This is an optimization exercise on Yosys and OpenROAD, whose aim is small area, a short achievable clock period and few clock cycles per item, not a production implementation. Function was not checked in any run shown here: the RTL went through the layout flow alone.

==> flow/design.v (outline; a module is shown in full before it is edited, if it fits) <==
// module rs_encoder: 1027 lines
// module rs_front: 248 lines
// module rs_decoder: 91 lines
// module rs_group_codec: 78 lines
module rs_group_codec (
    input  wire         clk,
    input  wire         rst_n,         
    input  wire         in_valid,
    output wire         in_ready,
    input  wire         in_op,         
    input  wire [255:0] in_data,
    input  wire [23:0]  in_check,      
    input  wire [31:0]  in_addr,       
    output reg          out_valid,
    input  wire         out_ready,
    output wire [255:0] out_data,
    output wire [23:0]  out_check,
    output wire [1:0]   out_status,
    output wire [5:0]   out_pos
);
  // ...
==> flow/flow/run.sh <==
#!/bin/bash
set -euo pipefail
MARGIN=$(cat flow/margin.txt)
bash standard.sh \
  "BUFFER_PORTS_ARGS=-buffer_cell sky130_fd_sc_hd__buf_1" \
  "SETUP_SLACK_MARGIN=$MARGIN" \
  finish > standard.log 2>&1
==> flow/flow/margin.txt <==
6.5
==> flow/standard.sh <==
#!/bin/bash
# synth_recipe.tcl (not shown) runs the flow's synth.tcl, then flattens the netlist and writes it again
# the make line also repeats each setting of config.mk as NAME=value (left out here)
make -C /OpenROAD-flow-scripts/flow DESIGN_CONFIG=/design/flow/config.mk WORK_HOME=/design/flow/orfs CLKGATE_MAP_FILE= SYNTH_SCRIPT=/design/flow/synth_recipe.tcl "${@:-finish}"
==> flow/config.mk <==
export PLATFORM = sky130hd
export DESIGN_NAME = rs_group_codec
export DESIGN_NICKNAME = rs_group_codec
export VERILOG_FILES = /design/flow/design.v
export SDC_FILE = /design/flow/constraint.sdc
export NUM_CORES = 4
export LEC_CHECK = 0
export CAP_MARGIN = 20
export CORE_AREA = 5 5 235 235
export CTS_BUF_LIST = sky130_fd_sc_hd__clkbuf_8
export DIE_AREA = 0 0 240 240
export PLACE_DENSITY = 0.65
export SLEW_MARGIN = 20
==> flow/constraint.sdc <==
create_clock -name core_clock -period 15.0 [get_ports {clk}]
set_input_delay 3.0000 -clock core_clock [delete_from_list [all_inputs] [get_ports {clk}]]
set_output_delay 3.0000 -clock core_clock [all_outputs]
set_load 0.01 [all_outputs]
==> metrics.md, run 1 <==
| Metric | Value |
|---|---|
| Setup Slack @ Placement | 5870 ps |
| Clock Sinks | 303 |
| Actual slew at the worst max-slew pin | 1310 ps |
| # fillers | 4003 |
| Category of the most critical setup path | flop to output port |
| Mapped cell area | 30500 um2 |
| Post-Synth Simple-Gate Area | 9.17% |
| CP Launch Type | flop |
| Largest class | multi-input combinational cells |
| Largest register by flop count | data_q |
| Area of the multi-input gates | 21100 um2 |
| WHS Path Cells | 2 |
| Vias in the first global route | 25000 |
| Status | timing/DRC/antenna clean |
| Hold path startpoint | out_valid |
| Final Hold Viols | 0 |
| Synth Area in Compound Gates | 3.00% |
| Routed wl met2 | 59700 um |
| Die H | 240 um |
| Critical path depth | 10 |
| Syn_nets | 3105 |
| Final worst setup slack | 6470 ps |
| Worst endpoint data arrival time | 5530 ps |
| PostCTS Resize Cnt | 0 |
| Regs by FF count | data_q: 256 flops, check_q: 24 flops |
| Minimum clock period | 8530 ps |
==> module rs_front, before the edit <==
module rs_front (
    input  wire        op,           
    input  wire [23:0] syn,          
    input  wire [23:0] check,        
    output wire        clean,        
    output wire        single,       
    output wire [7:0]  num,          
    output wire [3:0]  dinv,         
    output wire [23:0] check_hold    
);
    function automatic [7:0] gf_mul;
        input [7:0] a;
        input [7:0] b;
        integer i;
        reg [7:0] p;
        reg [7:0] x;
        begin
            p = 8'h00;
            x = a;
            for (i = 0; i < 8; i = i + 1) begin
                if (b[i])
                    p = p ^ x;
                x = {x[6:0], 1'b0} ^ (x[7] ? 8'h1D : 8'h00);
            end
            gf_mul = p;
        end
    endfunction
    function automatic [3:0] g16_mul;
        input [3:0] a;
        input [3:0] b;
        reg [6:0] p;
        integer i;
        begin
            p = 7'd0;
            for (i = 0; i < 4; i = i + 1)
                if (b[i]) p = p ^ ({3'd0, a} << i);
            for (i = 6; i >= 4; i = i - 1)
                if (p[i]) p = p ^ (7'b0010011 << (i - 4));
            g16_mul = p[3:0];
        end
    endfunction
    function automatic [3:0] g16_inv;
        input [3:0] a;
        begin
            case (a)
                4'h0: g16_inv = 4'h0;
                4'h1: g16_inv = 4'h1;
                4'h2: g16_inv = 4'h9;
                4'h3: g16_inv = 4'hE;
                4'h4: g16_inv = 4'hD;
                4'h5: g16_inv = 4'hB;
                4'h6: g16_inv = 4'h7;
                4'h7: g16_inv = 4'h6;
                4'h8: g16_inv = 4'hF;
                4'h9: g16_inv = 4'h2;
                4'hA: g16_inv = 4'hC;
                4'hB: g16_inv = 4'h5;
                4'hC: g16_inv = 4'hA;
                4'hD: g16_inv = 4'h4;
                4'hE: g16_inv = 4'h3;
                4'hF: g16_inv = 4'h8;
                default: g16_inv = 4'h0;
            endcase
        end
    endfunction
    function automatic [7:0] t_inv;
        input [7:0] a;
        reg [3:0] d;
        reg [3:0] di;
        begin
            d  = g16_mul(g16_mul(a[7:4], a[7:4]), 4'd8) ^ g16_mul(a[7:4], a[3:0]) ^
                 g16_mul(a[3:0], a[3:0]);
            di = g16_inv(d);
            t_inv = {g16_mul(a[7:4], di), g16_mul(a[3:0] ^ a[7:4], di)};
        end
    endfunction
    function automatic [7:0] t_mul;
        input [7:0] a;
        input [7:0] b;
        reg [3:0] hh;
        begin
            hh    = g16_mul(a[7:4], b[7:4]);
            t_mul = {g16_mul(a[7:4] ^ a[3:0], b[7:4] ^ b[3:0]) ^ g16_mul(a[3:0], b[3:0]),
                     g16_mul(hh, 4'd8) ^ g16_mul(a[3:0], b[3:0])};
        end
    endfunction
    wire [7:0] s0 = syn[7:0];
    wire [7:0] s1 = syn[15:8];
    wire [7:0] s2 = syn[23:16];
    assign clean  = !op || (syn == 24'h000000);
    assign single = op && (|s0) && (|s1) && (gf_mul(s1, s1) == gf_mul(s0, s2));
    wire [7:0] s0c;
    wire [7:0] s1c;
    assign s0c[0] = s0[0] ^ s0[1] ^ s0[2] ^ s0[3] ^ s0[4] ^ s0[6] ^ s0[7];
    assign s0c[1] = s0[2] ^ s0[3] ^ s0[6] ^ s0[7];
    assign s0c[2] = s0[2] ^ s0[4] ^ s0[6];
    assign s0c[3] = s0[3] ^ s0[4] ^ s0[5] ^ s0[6];
    assign s0c[4] = s0[4] ^ s0[7];
    assign s0c[5] = s0[1] ^ s0[3] ^ s0[4];
    assign s0c[6] = s0[2] ^ s0[5] ^ s0[6];
    assign s0c[7] = s0[5];
    assign s1c[0] = s1[0] ^ s1[1] ^ s1[2] ^ s1[3] ^ s1[4] ^ s1[6] ^ s1[7];
    assign s1c[1] = s1[2] ^ s1[3] ^ s1[6] ^ s1[7];
    assign s1c[2] = s1[2] ^ s1[4] ^ s1[6];
    assign s1c[3] = s1[3] ^ s1[4] ^ s1[5] ^ s1[6];
    assign s1c[4] = s1[4] ^ s1[7];
    assign s1c[5] = s1[1] ^ s1[3] ^ s1[4];
    assign s1c[6] = s1[2] ^ s1[5] ^ s1[6];
    assign s1c[7] = s1[5];
    wire [3:0] nrm = g16_mul(g16_mul(s0c[7:4], s0c[7:4]), 4'd8) ^
                     g16_mul(s0c[7:4], s0c[3:0]) ^ g16_mul(s0c[3:0], s0c[3:0]);
    assign dinv = g16_inv(nrm);
    assign num  = t_mul(s1c, {s0c[7:4], s0c[3:0] ^ s0c[7:4]});
    wire w0 = syn[2] ^ syn[6];
    wire w1 = syn[3] ^ syn[7];
    wire w2 = syn[4] ^ syn[22];
    wire w3 = syn[1] ^ syn[5];
    wire w4 = syn[8] ^ syn[21];
    wire w5 = syn[19] ^ syn[23];
    wire w6 = syn[16] ^ w0;
    wire w7 = syn[12] ^ syn[14];
    wire w8 = syn[9] ^ syn[11];
    wire w9 = syn[13] ^ syn[15];
    wire w10 = syn[0] ^ syn[20];
    wire w11 = syn[17] ^ w4;
    wire w12 = syn[10] ^ w7;
    wire w13 = syn[18] ^ w2;
    wire w14 = w8 ^ w9;
    wire w15 = w3 ^ w5;
    wire w16 = syn[22] ^ w14;
    wire w17 = w1 ^ w15;
    wire w18 = w6 ^ w10;
    wire w19 = syn[6] ^ syn[8];
    wire w20 = syn[20] ^ w12;
    wire w21 = syn[15] ^ w13;
    wire w22 = syn[18] ^ w16;
    wire w23 = syn[5] ^ syn[17];
    wire w24 = syn[14] ^ syn[21];
    wire w25 = syn[7] ^ syn[16];
    wire w26 = syn[0] ^ syn[10];
    wire w27 = syn[5] ^ syn[23];
    wire w28 = syn[4] ^ w10;
    wire w29 = w1 ^ w2;
    wire w30 = syn[0] ^ w12;
    wire w31 = syn[9] ^ w13;
    wire w32 = w3 ^ w11;
    wire w33 = w1 ^ w6;
    wire w34 = w14 ^ w28;
    wire w35 = syn[7] ^ w18;
    wire w36 = w11 ^ w17;
    wire w37 = w21 ^ w30;
    wire w38 = w0 ^ w20;
    wire w39 = w32 ^ w38;
    wire w40 = w4 ^ w33;
    wire w41 = w22 ^ w40;
    wire w42 = syn[9] ^ syn[21];
    wire w43 = w2 ^ w42;
    wire w44 = w43 ^ w17;
    wire w45 = w18 ^ w44;
    wire w46 = syn[23] ^ w7;
    wire w47 = w29 ^ w46;
    wire w48 = syn[1] ^ syn[4];
    wire w49 = syn[23] ^ w9;
    wire w50 = w48 ^ w6;
    wire w51 = w11 ^ w49;
    wire w52 = w20 ^ w50;
    wire w53 = w51 ^ w52;
    wire w54 = syn[2] ^ w1;
    wire w55 = w23 ^ w24;
    wire w56 = w54 ^ w55;
    wire w57 = w56 ^ w22;
    wire w58 = syn[3] ^ w5;
    wire w59 = w19 ^ w58;
    wire w60 = w59 ^ w37;
    wire w61 = w25 ^ w15;
    wire w62 = w34 ^ w61;
    wire w63 = syn[17] ^ w18;
    wire w64 = w31 ^ w63;
    wire w65 = syn[18] ^ w26;
    wire w66 = w65 ^ w36;
    wire w67 = syn[1] ^ syn[8];
    wire w68 = syn[11] ^ syn[16];
    wire w69 = syn[17] ^ syn[19];
    wire w70 = w67 ^ w68;
    wire w71 = w69 ^ w70;
    wire w72 = syn[12] ^ syn[16];
    wire w73 = w2 ^ w19;
    wire w74 = w72 ^ w73;
    wire w75 = syn[13] ^ w27;
    wire w76 = w13 ^ w75;
    wire w77 = w76 ^ w35;
    wire w78 = syn[6] ^ syn[17];
    wire w79 = w24 ^ w78;
    wire w80 = w79 ^ w17;
    wire w81 = w21 ^ w35;
    wire w82 = syn[16] ^ w36;
    wire w83 = syn[16] ^ w3;
    wire w84 = w4 ^ w12;
    wire w85 = w83 ^ w31;
    wire w86 = w84 ^ w85;
    wire w87 = w5 ^ w23;
    wire w88 = w26 ^ w6;
    wire w89 = w87 ^ w16;
    wire w90 = w88 ^ w89;
    wire w91 = syn[6] ^ w8;
    wire w92 = w10 ^ w27;
    wire w93 = w11 ^ w29;
    wire w94 = w91 ^ w92;
    wire w95 = w93 ^ w94;
    wire w96 = syn[14] ^ syn[23];
    wire w97 = w19 ^ w25;
    wire w98 = w96 ^ w97;
    wire w99 = syn[7] ^ w32;
    wire w100 = w37 ^ w99;
    wire w101 = w0 ^ w15;
    wire w102 = w101 ^ w22;
    wire w103 = syn[8] ^ w5;
    wire w104 = w103 ^ w20;
    wire w105 = w33 ^ w104;
    wire w106 = w1 ^ w11;
    wire w107 = w34 ^ w106;
    wire [23:0] penc;
    assign penc[0] = w39 ^ check[0];
    assign penc[1] = w41 ^ check[1];
    assign penc[2] = w45 ^ check[2];
    assign penc[3] = w47 ^ check[3];
    assign penc[4] = w53 ^ check[4];
    assign penc[5] = w57 ^ check[5];
    assign penc[6] = w60 ^ check[6];
    assign penc[7] = w62 ^ check[7];
    assign penc[8] = w64 ^ check[8];
    assign penc[9] = w66 ^ check[9];
    assign penc[10] = w71 ^ check[10];
    assign penc[11] = w74 ^ check[11];
    assign penc[12] = w77 ^ check[12];
    assign penc[13] = w80 ^ check[13];
    assign penc[14] = w81 ^ check[14];
    assign penc[15] = w82 ^ check[15];
    assign penc[16] = w86 ^ check[16];
    assign penc[17] = w90 ^ check[17];
    assign penc[18] = w95 ^ check[18];
    assign penc[19] = w98 ^ check[19];
    assign penc[20] = w100 ^ check[20];
    assign penc[21] = w102 ^ check[21];
    assign penc[22] = w105 ^ check[22];
    assign penc[23] = w107 ^ check[23];
    assign check_hold = op ? check : penc;
endmodule
==> module rs_decoder, before the edit <==
module rs_decoder (
    input  wire         clean,        
    input  wire         single,       
    input  wire [7:0]   s0,           
    input  wire [7:0]   num,          
    input  wire [3:0]   dinv,         
    input  wire [255:0] data,         
    input  wire [23:0]  check,        
    output wire [255:0] data_out,
    output wire [23:0]  check_out,
    output wire [1:0]   status,
    output wire [5:0]   pos
);
    function automatic [3:0] g16_mul;
        input [3:0] a;
        input [3:0] b;
        reg [6:0] p;
        integer i;
        begin
            p = 7'd0;
            for (i = 0; i < 4; i = i + 1)
                if (b[i]) p = p ^ ({3'd0, a} << i);
            for (i = 6; i >= 4; i = i - 1)
                if (p[i]) p = p ^ (7'b0010011 << (i - 4));
            g16_mul = p[3:0];
        end
    endfunction
    wire [7:0]  r = {g16_mul(num[7:4], dinv), g16_mul(num[3:0], dinv)};
    wire [38:0] hit;
    assign hit[0] = (r == 8'h01);
    assign hit[1] = (r == 8'h21);
    assign hit[2] = (r == 8'h47);
    assign hit[3] = (r == 8'h2B);
    assign hit[4] = (r == 8'h3D);
    assign hit[5] = (r == 8'hC8);
    assign hit[6] = (r == 8'h4F);
    assign hit[7] = (r == 8'h13);
    assign hit[8] = (r == 8'h50);
    assign hit[9] = (r == 8'hFF);
    assign hit[10] = (r == 8'hFD);
    assign hit[11] = (r == 8'hBF);
    assign hit[12] = (r == 8'h31);
    assign hit[13] = (r == 8'h74);
    assign hit[14] = (r == 8'h1D);
    assign hit[15] = (r == 8'hAE);
    assign hit[16] = (r == 8'h23);
    assign hit[17] = (r == 8'h05);
    assign hit[18] = (r == 8'hA5);
    assign hit[19] = (r == 8'h78);
    assign hit[20] = (r == 8'hA1);
    assign hit[21] = (r == 8'hFC);
    assign hit[22] = (r == 8'h9E);
    assign hit[23] = (r == 8'h76);
    assign hit[24] = (r == 8'h5F);
    assign hit[25] = (r == 8'h20);
    assign hit[26] = (r == 8'h66);
    assign hit[27] = (r == 8'h6C);
    assign hit[28] = (r == 8'h16);
    assign hit[29] = (r == 8'hF5);
    assign hit[30] = (r == 8'h87);
    assign hit[31] = (r == 8'h5C);
    assign hit[32] = (r == 8'h43);
    assign hit[33] = (r == 8'hAF);
    assign hit[34] = (r == 8'h02);
    assign hit[35] = (r == 8'h42);
    assign hit[36] = (r == 8'h8E);
    assign hit[37] = (r == 8'h45);
    assign hit[38] = (r == 8'h69);
    wire corr = single & (|hit[34:0]);
    wire mis  = single & (|hit[38:35]);
    reg [5:0] kpos;
    integer i;
    always @* begin
        kpos = 6'd0;
        for (i = 0; i < 39; i = i + 1)
            if (hit[i]) kpos = kpos | i[5:0];
    end
    assign status = clean ? 2'd0 : corr ? 2'd1 : mis ? 2'd3 : 2'd2;
    assign pos    = single ? kpos : 6'd0;
    genvar n;
    generate
        for (n = 0; n < 35; n = n + 1) begin : g_fix
            wire fix = single & hit[n];
            if (n < 3) begin : g_c
                assign check_out[8*n +: 8] = check[8*n +: 8] ^ ({8{fix}} & s0);
            end else begin : g_d
                assign data_out[8*(n-3) +: 8] = data[8*(n-3) +: 8] ^ ({8{fix}} & s0);
            end
        end
    endgenerate
endmodule
==> module rs_group_codec, before the edit <==
module rs_group_codec (
    input  wire         clk,
    input  wire         rst_n,         
    input  wire         in_valid,
    output wire         in_ready,
    input  wire         in_op,         
    input  wire [255:0] in_data,
    input  wire [23:0]  in_check,      
    input  wire [31:0]  in_addr,       
    output reg          out_valid,
    input  wire         out_ready,
    output wire [255:0] out_data,
    output wire [23:0]  out_check,
    output wire [1:0]   out_status,
    output wire [5:0]   out_pos
);
    wire [23:0] syn;
    rs_encoder u_syn (
        .data  (in_data),
        .check (in_check),
        .addr  (in_addr),
        .syn   (syn)
    );
    wire        clean, single;
    wire [7:0]  num;
    wire [3:0]  dinv;
    wire [23:0] check_hold;
    rs_front u_front (
        .op         (in_op),
        .syn        (syn),
        .check      (in_check),
        .clean      (clean),
        .single     (single),
        .num        (num),
        .dinv       (dinv),
        .check_hold (check_hold)
    );
    assign in_ready = !out_valid || out_ready;
    wire accept = in_valid && in_ready;
    always @(posedge clk) begin
        if (!rst_n) begin
            out_valid <= 1'b0;
        end else if (accept) begin
            out_valid <= 1'b1;
        end else if (out_ready) begin
            out_valid <= 1'b0;
        end
    end
    reg  [255:0] data_q;
    reg  [23:0]  check_q;
    reg  [7:0]   s0_q, num_q;
    reg  [3:0]   dinv_q;
    reg          clean_q, single_q;
    always @(posedge clk) begin
        if (accept) begin
            data_q   <= in_data;
            check_q  <= check_hold;
            s0_q     <= syn[7:0];
            num_q    <= num;
            dinv_q   <= dinv;
            clean_q  <= clean;
            single_q <= single;
        end
    end
    rs_decoder u_dec (
        .clean     (clean_q),
        .single    (single_q),
        .s0        (s0_q),
        .num       (num_q),
        .dinv      (dinv_q),
        .data      (data_q),
        .check     (check_q),
        .data_out  (out_data),
        .check_out (out_check),
        .status    (out_status),
        .pos       (out_pos)
    );
endmodule
==> inputs of run 2 (changes only) <==
--- a/flow/design.v
+++ b/flow/design.v
@@ -1029,10 +1029,8 @@
     input  wire        op,           
     input  wire [23:0] syn,          
-    input  wire [23:0] check,        
     output wire        clean,        
     output wire        single,       
     output wire [7:0]  num,          
-    output wire [3:0]  dinv,         
-    output wire [23:0] check_hold    
+    output wire [3:0]  dinv          
 );
     function automatic [7:0] gf_mul;
@@ -1139,4 +1137,34 @@
     assign dinv = g16_inv(nrm);
     assign num  = t_mul(s1c, {s0c[7:4], s0c[3:0] ^ s0c[7:4]});
+endmodule
+module rs_decoder (
+    input  wire         clean,        
+    input  wire         single,       
+    input  wire         op,           
+    input  wire [23:0]  syn,          
+    input  wire [7:0]   num,          
+    input  wire [3:0]   dinv,         
+    input  wire [255:0] data,         
+    input  wire [23:0]  check,        
+    output wire [255:0] data_out,
+    output wire [23:0]  check_out,
+    output wire [1:0]   status,
+    output wire [5:0]   pos
+);
+    function automatic [3:0] g16_mul;
+        input [3:0] a;
+        input [3:0] b;
+        reg [6:0] p;
+        integer i;
+        begin
+            p = 7'd0;
+            for (i = 0; i < 4; i = i + 1)
+                if (b[i]) p = p ^ ({3'd0, a} << i);
+            for (i = 6; i >= 4; i = i - 1)
+                if (p[i]) p = p ^ (7'b0010011 << (i - 4));
+            g16_mul = p[3:0];
+        end
+    endfunction
+    wire [7:0] s0 = syn[7:0];
     wire w0 = syn[2] ^ syn[6];
     wire w1 = syn[3] ^ syn[7];
@@ -1272,33 +1300,4 @@
     assign penc[22] = w105 ^ check[22];
     assign penc[23] = w107 ^ check[23];
-    assign check_hold = op ? check : penc;
-endmodule
-module rs_decoder (
-    input  wire         clean,        
-    input  wire         single,       
-    input  wire [7:0]   s0,           
-    input  wire [7:0]   num,          
-    input  wire [3:0]   dinv,         
-    input  wire [255:0] data,         
-    input  wire [23:0]  check,        
-    output wire [255:0] data_out,
-    output wire [23:0]  check_out,
-    output wire [1:0]   status,
-    output wire [5:0]   pos
-);
-    function automatic [3:0] g16_mul;
-        input [3:0] a;
-        input [3:0] b;
-        reg [6:0] p;
-        integer i;
-        begin
-            p = 7'd0;
-            for (i = 0; i < 4; i = i + 1)
-                if (b[i]) p = p ^ ({3'd0, a} << i);
-            for (i = 6; i >= 4; i = i - 1)
-                if (p[i]) p = p ^ (7'b0010011 << (i - 4));
-            g16_mul = p[3:0];
-        end
-    endfunction
     wire [7:0]  r = {g16_mul(num[7:4], dinv), g16_mul(num[3:0], dinv)};
     wire [38:0] hit;
@@ -1358,5 +1357,6 @@
             wire fix = single & hit[n];
             if (n < 3) begin : g_c
-                assign check_out[8*n +: 8] = check[8*n +: 8] ^ ({8{fix}} & s0);
+                assign check_out[8*n +: 8] = op ? check[8*n +: 8] ^ ({8{fix}} & s0)
+                                                : penc[8*n +: 8];
             end else begin : g_d
                 assign data_out[8*(n-3) +: 8] = data[8*(n-3) +: 8] ^ ({8{fix}} & s0);
@@ -1391,14 +1391,11 @@
     wire [7:0]  num;
     wire [3:0]  dinv;
-    wire [23:0] check_hold;
     rs_front u_front (
         .op         (in_op),
         .syn        (syn),
-        .check      (in_check),
         .clean      (clean),
         .single     (single),
         .num        (num),
-        .dinv       (dinv),
-        .check_hold (check_hold)
+        .dinv       (dinv)
     );
     assign in_ready = !out_valid || out_ready;
@@ -1415,5 +1412,7 @@
     reg  [255:0] data_q;
     reg  [23:0]  check_q;
-    reg  [7:0]   s0_q, num_q;
+    reg  [23:0]  syn_q;
+    reg  [7:0]   num_q;
+    reg          op_q;
     reg  [3:0]   dinv_q;
     reg          clean_q, single_q;
@@ -1421,6 +1420,7 @@
         if (accept) begin
             data_q   <= in_data;
-            check_q  <= check_hold;
-            s0_q     <= syn[7:0];
+            op_q     <= in_op;
+            check_q  <= in_check;
+            syn_q    <= syn;
             num_q    <= num;
             dinv_q   <= dinv;
@@ -1432,5 +1432,6 @@
         .clean     (clean_q),
         .single    (single_q),
-        .s0        (s0_q),
+        .op        (op_q),
+        .syn       (syn_q),
         .num       (num_q),
         .dinv      (dinv_q),
==> flow/flow/margin.txt (replaced) <==
7
==> metrics.md, run 2 <==
| Metric | Value |
|---|---|
| DRC Markers | 0 (unchanged) |
| Global-route wire length before repair | 191000 um (was 192000 um) |
| Worst R2R Path Depth | 4 (unchanged) |
| CTS tree | yes (unchanged) |
| Largest family of logic cells by synthesized area | XOR/XNOR gates (unchanged) |
| CP required | 15410 ps (was 12000 ps) |
| Most frequent cells in the layout | xnor2_1, buf_1, nand2_1, edfxtp_1, xnor3_1 (unchanged) |
| I/O Buffers | 606 (unchanged) |
| Synth cell count leaders | xnor2_1, nand2_1, edfxtp_1, xnor3_1, xor2_1 (unchanged) |
| Clk slew on worst S/H paths | 60 ps (was 70 ps) |
| Top-count cell post-synth | xnor2_1 (unchanged) |
| CTS HTree Levels | 2 (unchanged) |
| Grt total ovfl | 0 (unchanged) |
| DR pass1 iterations | 6 (unchanged) |
| # IOs | 607 (unchanged) |
| Core ar. | 52400 um2 (unchanged) |
| Final WL | 143000 um (about the same) |
| Initial antenna violation count | 9 (was 16) |
| Largest net degree at the start of global routing | 85 (was 173) |
| Fraction of synthesized area in multiplexers | 0.641% (was 1.12%) |
| Share of layout cells above drive strength 1 | 7.60% (was 5.98%) |
| Die width | 240 um (unchanged) |
| Minimum clock period | 8050 ps (was 8530 ps) |
| Endpoint class of the critical path | flop (was output port) |
| # fillers | 4026 (was 4003) |
| Initial Util | 58.0% (was 58.2%) |
| Area of the multi-input gates | 20900 um2 (was 21100 um2) |
| Worst endpoint data arrival time | 8460 ps (was 5530 ps) |
| Clock Sinks | 320 (was 303) |
| Post-Synth Simple-Gate Area | 8.86% (was 9.17%) |
| Avg Cell Area, Syn | 11.2 um2 (was 11.0 um2) |
| Commonest non-fill, non-tap cell in the layout | xnor2_1 (unchanged) |
| Slowest cell on the critical path | xor2_2 (was nor2_2) |
| Hold Path Class | flop to flop (unchanged) |
| Row cnt | 84 (unchanged) |
| Die area | 57600 um2 (unchanged) |
| Post-synthesis adder-cell area fraction | 0.740% (was 0.779%) |
| Category of the most critical setup path | primary input to flop (was flop to output port) |
| Final Hold Viols | 0 (unchanged) |
| Routed len/inst | 35.2 um (was 34.7 um) |
| Cell family with most CP delay | XOR/XNOR gates (was simple AND/OR/NAND/NOR gates) |
| Hold path startpoint | out_valid (unchanged) |
| Regs by FF count | data_q: 256 flops, check_q: 24 flops, syn_q: 24 flops (was data_q: 256 flops, check_q: 24 flops) |
| Cell accounting for the most synthesized area | edfxtp_1 (unchanged) |
| Crit Reg-Reg Startpoint | out_valid (unchanged) |
| Vias in the first global route | 24700 (was 25000) |
| Flop2flop setup slack | 11790 ps (was 12330 ps) |
| Slowest cell delay on critical path | 530 ps (was 950 ps) |
| Synthesis-to-finish area growth | 15.9% (was 14.5%) |
| Worst rel slew slack | 11.0% (was 12.3%) |
| Placed instance area | 33700 um2 (about the same) |
| Inserted Clock Buffers | 55 (was 51) |
| RSZ-0062 raised after global routing | yes (was no) |
| CP Launch Type | primary input (was flop) |
| Max reg flops | 256 (unchanged) |
| TNS Setup | 0 ps (unchanged) |
| Yosys reg bits | 320 (was 303) |
| Crit Path Max Fanout | 21 (was 13) |
| Gate Count Post-Synth | 2709 (was 2769) |
| Yosys warnings | 3 (unchanged) |
| Yosys top cell area share | 31.5% (was 29.7%) |
| Post-route cell area | 35300 um2 (was 34900 um2) |
| Number of hold buffers added after CTS | 0 (unchanged) |
| Worst r2r dst | data_q[185] (was num_q[4]) |
| Top FF cell, synth | edfxtp_1 (unchanged) |
| Fin crit share | 53.7% (was 56.9%) |
| Slew Viols, Final | 0 (unchanged) |
| Total GRT Usage | 47.9% (was 48.0%) |
| Mapped cell area | 30400 um2 (was 30500 um2) |
| WHS Path Cells | 2 (unchanged) |
| Root buffer cell | clkbuf_8 (unchanged) |
| Clk buf depth | 3 (unchanged) |
| Top cells by area, synth | edfxtp_1, xnor2_1, xnor3_1, xor2_1, nand2_1 (unchanged) |
| Critical-path cell list | buf_1, xnor3_1, xor2_2, xor2_1, xnor2_1, xnor2_1, xnor3_1, buf_4, ha_4, xnor3_1, nor2_1, xnor3_1, xnor3_1, xnor2_1, xor3_1, nor4b_2, and4bb_1 (was nand2_1, xor2_1, xnor2_1, mux2i_1, nor2b_1, nand2_1, nor2_2, nand2_1, xnor2_1, buf_1) |
| Largest register by flop count | data_q (unchanged) |
| DP Wirelength | 115000 um (about the same) |
| Syn_nets | 3044 (was 3105) |
| Post-synth EDFFs | 319 (was 302) |
| Synth cell types | 68 (was 71) |
| Synth Area in Compound Gates | 3.15% (was 3.00%) |
| DRT antenna net count | 0 (unchanged) |
| Status | timing/DRC/antenna clean (unchanged) |
| Critical path buffers and inverters | 2 (was 1) |
| Register area | 9600 um2 (was 9090 um2) |
| Initial DRC count | 4084 (was 3691) |
| Post-synthesis xor/xnor area fraction | 53.4% (was 54.5%) |
| Actual slew at the worst max-slew pin | 1330 ps (was 1310 ps) |
| Worst-skew pair later-pin latency | 720 ps (was 690 ps) |
| Final Net Count | 3675 (was 3719) |
| Async SR Flop Fraction | 0% (unchanged) |
| Max_cap viols | 0 (unchanged) |
| Clock Skew | 69.3 ps (was 37.2 ps) |
| Routability congestion estimate | 1.13 (was 1.11) |
| Setup Viol. Count Final | 0 (unchanged) |
| Die H | 240 um (unchanged) |
| Register area share after synthesis | 31.5% (was 29.8%) |
| Vias per inst | 6.36 (was 6.31) |
| Worst Hold End | out_valid (unchanged) |
| DR vias | 25900 (was 26000) |
| Peak Freq | 0.124 GHz (was 0.117 GHz) |
| Crit-path most repeated cell | xnor3_1 (was nand2_1) |
-- run 2: area by class of cell --
| cell class | instances | area share (%) |
|---|---|---|
| Inverter | 41 | 0.447 |
| Sequential cell | 320 | 27.2 |
| Multi-Input combinational cell | 2259 | 59.3 |
| Clock buffer | 56 | 2.19 |
| Clock inverter | 41 | 0.557 |
| Tap cell | 688 | 2.44 |
| Antenna cell | 6 | 0.0426 |
| Timing Repair Buffer | 663 | 7.79 |
-- run 2: cells by family after synthesis --
| group | after synthesis |
|---|---|
| buffers and inverters | 130 |
| AOI/OAI and AO/OA | 153 |
| and+or+nand+nor | 643 |
| xor gates and xnor gates | 1427 |
| adders and majority gates | 18 |
| DFF | 320 |
| muxes | 18 |
-- run 2: per-layer routing --
layer	GRT usage [%]	wire length, um	up-vias
met1	61.9	49100	12500
met4	26.4	10400	6
met3	16.9	23300	547
met5	2.10	197	-
met2	70.4	60300	2538
li1	-	-	10300
-- run 2: what timing repair did --
| action | in CTS | in global routing |
|---|---|---|
| resized for setup | 36 | 52 |
| pin swaps | 0 | 2 |
| hold endpoints to repair | 0 | 0 |
| buffers inserted | 1 | 7 |
| endpoints found under the setup margin | 12 | 12 |
-- run 2: worst max path at each step --
stage	from	endpoint	slack (ps)	cells past startpoint
2_1_floorplan	in_addr[15]	single_q	7030	20
3_3_place_gp	in_data[124]	single_q	5590	16
3_5_place_dp	in_data[124]	single_q	5590	16
4_1_cts	in_data[214]	single_q	6990	19
5_1_grt	in_data[231]	single_q	6890	18
6_report	in_data[241]	single_q	6950	17
-- run 2: worst reg2reg max path, cell delays in order (launching register included) --
cell and delay [ps]:
dfxtp_1 310, nand2b_1 100, and2_4 410, buf_4 920
buf_4 1110
-- run 2: per-stage QoR --
step	worst slack, ps	instances	utilization [%]	hold slack (ps)
floorplan	7030	2709	-	609
global placement	5590	3960	64.2	513
detailed placement	5590	3961	64.3	544
CTS	6990	4059	66.5	552
global route	6890	4071	67.2	603
finish	6950	4074	67.2	546

re-timing with driven ports:
How much do the figures lean on ideal ports? The routed layouts below were timed once more, with nothing changed but the port constraints. Step 1 assumes that a clkbuf_16 drives the clock port and a buf_2 every other input. Step 2, shift: input delay + t, output delay - t, t = (earliest + latest rising clock arrival at the registers) / 2. This alone moves slack from input paths to output paths. Three values: ideal, step 1, step 2; two values: the first two.
run | t (ns) | setup WS [ns] | hold slack, ns | slew at the worst register clock pin (ns) | pins driven straight from the clock port
run 1 | 0.733 | 6.467 / 6.406 / 5.926 | 0.560 / 0.560 / 0.560 | 0.08 / 0.08 | 1
run 2 | 0.742 | 6.945 / 6.971 / 6.229 | 0.546 / 0.546 / 0.546 | 0.08 / 0.08 | 1
After both steps setup and hold are still met in every run listed. The setup slack of run 2, which loses most, moves by +0.026 ns with the drivers and by -0.716 ns with both steps.
